From an optimization exercise on the open Yosys and OpenROAD flow, aimed at small area, a short achievable clock period and few clock cycles per item; shortcuts taken in it are not production practice.
The RTL was checked by simulation tests, not by an equivalence proof against the original design.
Power is estimated from default activity; no workload was simulated.

== v44 ==
Design pe_row_unit, start of the top module:
module pe_row_unit #(
    parameter W = 2                       
) (
    input  wire              clk,
    input  wire              rst,         
    input  wire              in_valid,
    output wire              in_ready,
    input  wire [4:0]        in_k,
    input  wire [23:0]       in_miss,
    input  wire [24*8*W-1:0] in_data,
    output reg               out_valid,
    input  wire              out_ready,
    output wire [24*8*W-1:0] out_data,
    output reg  [2:0]        out_case,
    output reg               out_lost
);
    localparam LW = 8 * W;
    function [7:0] gf_mul(input [7:0] a, input [7:0] b);
        reg [7:0] p, aa;
        integer i;
        begin
            p  = 8'h00;
            aa = a;
            for (i = 0; i < 8; i = i + 1) begin
                if (b[i]) p = p ^ aa;
                aa = {aa[6:0], 1'b0} ^ (aa[7] ? 8'h1D : 8'h00);
            end
            gf_mul = p;
        end
    endfunction
    function [7:0] mul_gi(input [7:0] v, input [4:0] i);
        case (i)
            5'd0: mul_gi = {v[7], v[6], v[5], v[4], v[3], v[2], v[1], v[0]};
            5'd1: mul_gi = {v[6], v[5], v[4], v[3] ^ v[7], v[2] ^ v[7], v[1] ^ v[7], v[0], v[7]};
  ...
export LEC_CHECK = 0
export CAP_MARGIN = 20
export CORE_MARGIN = 2
export CORE_UTILIZATION = 40
export CTS_BUF_LIST = sky130_fd_sc_hd__clkbuf_8
export PLACE_DENSITY = 0.6
export SLEW_MARGIN = 20
create_clock -name core_clock -period 13.0 [get_ports {clk}]
standard.sh (not shown) runs the stock make flow with config.mk's settings and CLKGATE_MAP_FILE= SYNTH_SCRIPT=/design/flow/synth_recipe.tcl, a recipe that flattens the netlist after the stock synthesis.
==> flow/flow/run.sh <==
#!/bin/bash
# The standard layout, with plain buf_1 cells as the port buffers and
# timing repair aiming at 6.4 ns of setup slack (about a 6.6 ns clock),
# so that the achieved period is pushed below the 13 ns constraint.
set -euo pipefail
bash standard.sh "BUFFER_PORTS_ARGS=-buffer_cell sky130_fd_sc_hd__buf_1" \
    "SETUP_SLACK_MARGIN=6.4" "TNS_END_PERCENT=100" finish > standard_flow.log 2>&1
Testbench counts of v44, summed over its fixed seeds: cycles 24,008, items 24,000.
### v44 -> v51
Settings: CTS_BUF_LIST removed (was sky130_fd_sc_hd__clkbuf_8); CORE_UTILIZATION changed from 40 to 45; PLACE_DENSITY changed from 0.6 to 0.65.
diff --git a/flow/flow/run.sh b/flow/flow/run.sh
--- a/flow/flow/run.sh
+++ b/flow/flow/run.sh
@@ -3 +3 @@
-# timing repair aiming at 6.4 ns of setup slack (about a 6.6 ns clock),
+# timing repair aiming at 6.2 ns of setup slack (about a 6.8 ns clock),
@@ -7 +7 @@
-    "SETUP_SLACK_MARGIN=6.4" "TNS_END_PERCENT=100" finish > standard_flow.log 2>&1
+    "SETUP_SLACK_MARGIN=6.2" "TNS_END_PERCENT=100" finish > standard_flow.log 2>&1
Results
Worst setup path endpoint: r_md[225] -> v44, r_cq[6] -> v51. The post-route cell area number comes out lower for v51 vs v44. Largest fanout of any net on the critical path ended up 1 lower on v51 than on v44. When the final numbers for v44 and v51 were put side by side, the global-route usage turned out to be smaller in v44. Via count of the routed design | v51 below v44. Cmp v44 and v51 / count of clock-buffer cells in the layout / lower: v51. Diff v44 -> v51 | total of fill cells in the finished design | decrease of 11%.
> inputs changed (v51 -> v23)
Settings: swapping 0.65 for 0.6 in PLACE_DENSITY; swapping 45 for 40 in CORE_UTILIZATION.
--- outcome ---
v23 can be clocked slower than v51. v23 — met3 routing resource usage after global routing 8.9 points lower, v51 as reference. Of the two values seen for destination of the critical timing path, r_md[35] was produced by v23 and r_cq[6] by v51. Total power of the final layout grows by a few percent when moving from v51 to v23.

* * *

## job 105
pe_row_unit, a different RTL version from the one above (not shown whole).
Size: ~5,000 cells after synthesis, ~450 flip-flops, roughly 810 I/O pins.
// pe_row_unit
module pe_row_unit #(
    parameter W = 2                       
) (
    input  wire              clk,
    input  wire              rst,         
    input  wire              in_valid,
    output wire              in_ready,
    input  wire [4:0]        in_k,
    input  wire [23:0]       in_miss,
    input  wire [24*8*W-1:0] in_data,
    output reg               out_valid,
    input  wire              out_ready,
    output wire [24*8*W-1:0] out_data,
    output reg  [2:0]        out_case,
    output reg               out_lost
);
export LEC_CHECK = 0
export CAP_MARGIN = 20
export CORE_MARGIN = 2
export CORE_UTILIZATION = 40
export PLACE_DENSITY = 0.6
export SLEW_MARGIN = 20
create_clock -name core_clock -period 13.0 [get_ports {clk}]
==> flow/flow/run.sh <==
#!/bin/bash
# The standard layout, with plain buf_1 cells as the port buffers and
# timing repair aiming at 6.3 ns of setup slack (about a 6.7 ns clock) on
# the worst 5% of endpoints, so that the achieved period is pushed below
# the 13 ns constraint without repairing every path.
set -euo pipefail
bash standard.sh "BUFFER_PORTS_ARGS=-buffer_cell sky130_fd_sc_hd__buf_1" \
    "SETUP_SLACK_MARGIN=6.3" "TNS_END_PERCENT=5" finish > standard_flow.log 2>&1
Job 105 did not stop at any stage, and its layout met the timing, design-rule and antenna checks.
Testbench counts of job 105, summed over its fixed seeds: cycles 24,008, items 24,000.
diff inputs: job 105 => job 103
==> flow/flow/run.sh <==
#!/bin/bash
# The standard layout, with plain buf_1 cells as the port buffers and
# timing repair aiming at 7 ns of setup slack (a 6 ns clock) on
# the worst 5% of endpoints, so that the achieved period is pushed below
# the 13 ns constraint without repairing every path.
set -euo pipefail
bash standard.sh "BUFFER_PORTS_ARGS=-buffer_cell sky130_fd_sc_hd__buf_1" \
    "SETUP_SLACK_MARGIN=7" "TNS_END_PERCENT=5" finish > standard_flow.log 2>&1
Notes after the runs:
- On global-route wire length before repair, job 105 beats job 103.
- Job 103: fraction of met2 tracks used by global routing 1.5 points above job 105
- Portion of total power attributed to the clock network (higher): job 105
- Job 103 vs job 105: setup slack up
- out_case[2]$_DFFE_PP_ as the launching element of the worst setup path was reported by job 103, and r_qs[7]$_DFFE_PP_ by job 105.
- Taking job 105 as the reference, in job 103 total non-filler cell area in the finished layout grew by about 6%, sum of internal, switching and leakage power grew by about 28%.

[re-timing with driven ports]
Ports are ideal in the flow. The routed layouts listed here were re-timed in OpenROAD.
Step 1 (the two cells are an assumption about what drives the block):
set clk [get_ports {clk}]
set_driving_cell -lib_cell sky130_fd_sc_hd__clkbuf_16 $clk
set_driving_cell -lib_cell sky130_fd_sc_hd__buf_2 [delete_from_list [all_inputs] $clk]
Step 2 times the ports against the registers' clock, not the clock port: input delays grow and output delays shrink by t, the midpoint of the rising clock arrivals with the driver on.
Slacks: ideal ports / drivers / drivers and shift; pairs: ideal ports / drivers.
run | t (ns) | setup slack, ns | worst setup path at the end | clock arrival spread, ns | worst register clock-pin slew, ns
v44 | 0.863 | 6.170 / 6.181 / 5.359 | input to register | 0.047 / 0.048 | 0.07 / 0.07
v51 | 0.680 | 6.000 / 5.953 / 5.356 | input to register | 0.051 / 0.051 | 0.08 / 0.08
v23 | 0.740 | 5.933 / 5.936 / 5.244 | input to register | 0.061 / 0.061 | 0.07 / 0.07
job 105 | 0.770 | 5.697 / 5.609 / 5.098 | input to register | 0.059 / 0.059 | 0.07 / 0.07
job 103 | 0.772 | 5.732 / 5.645 / 5.146 | input to register | 0.059 / 0.059 | 0.07 / 0.07
After both steps every run listed still meets setup and hold. For v44, which loses most, drivers alone change the setup slack by +0.011 ns; drivers and shift together by -0.811 ns.
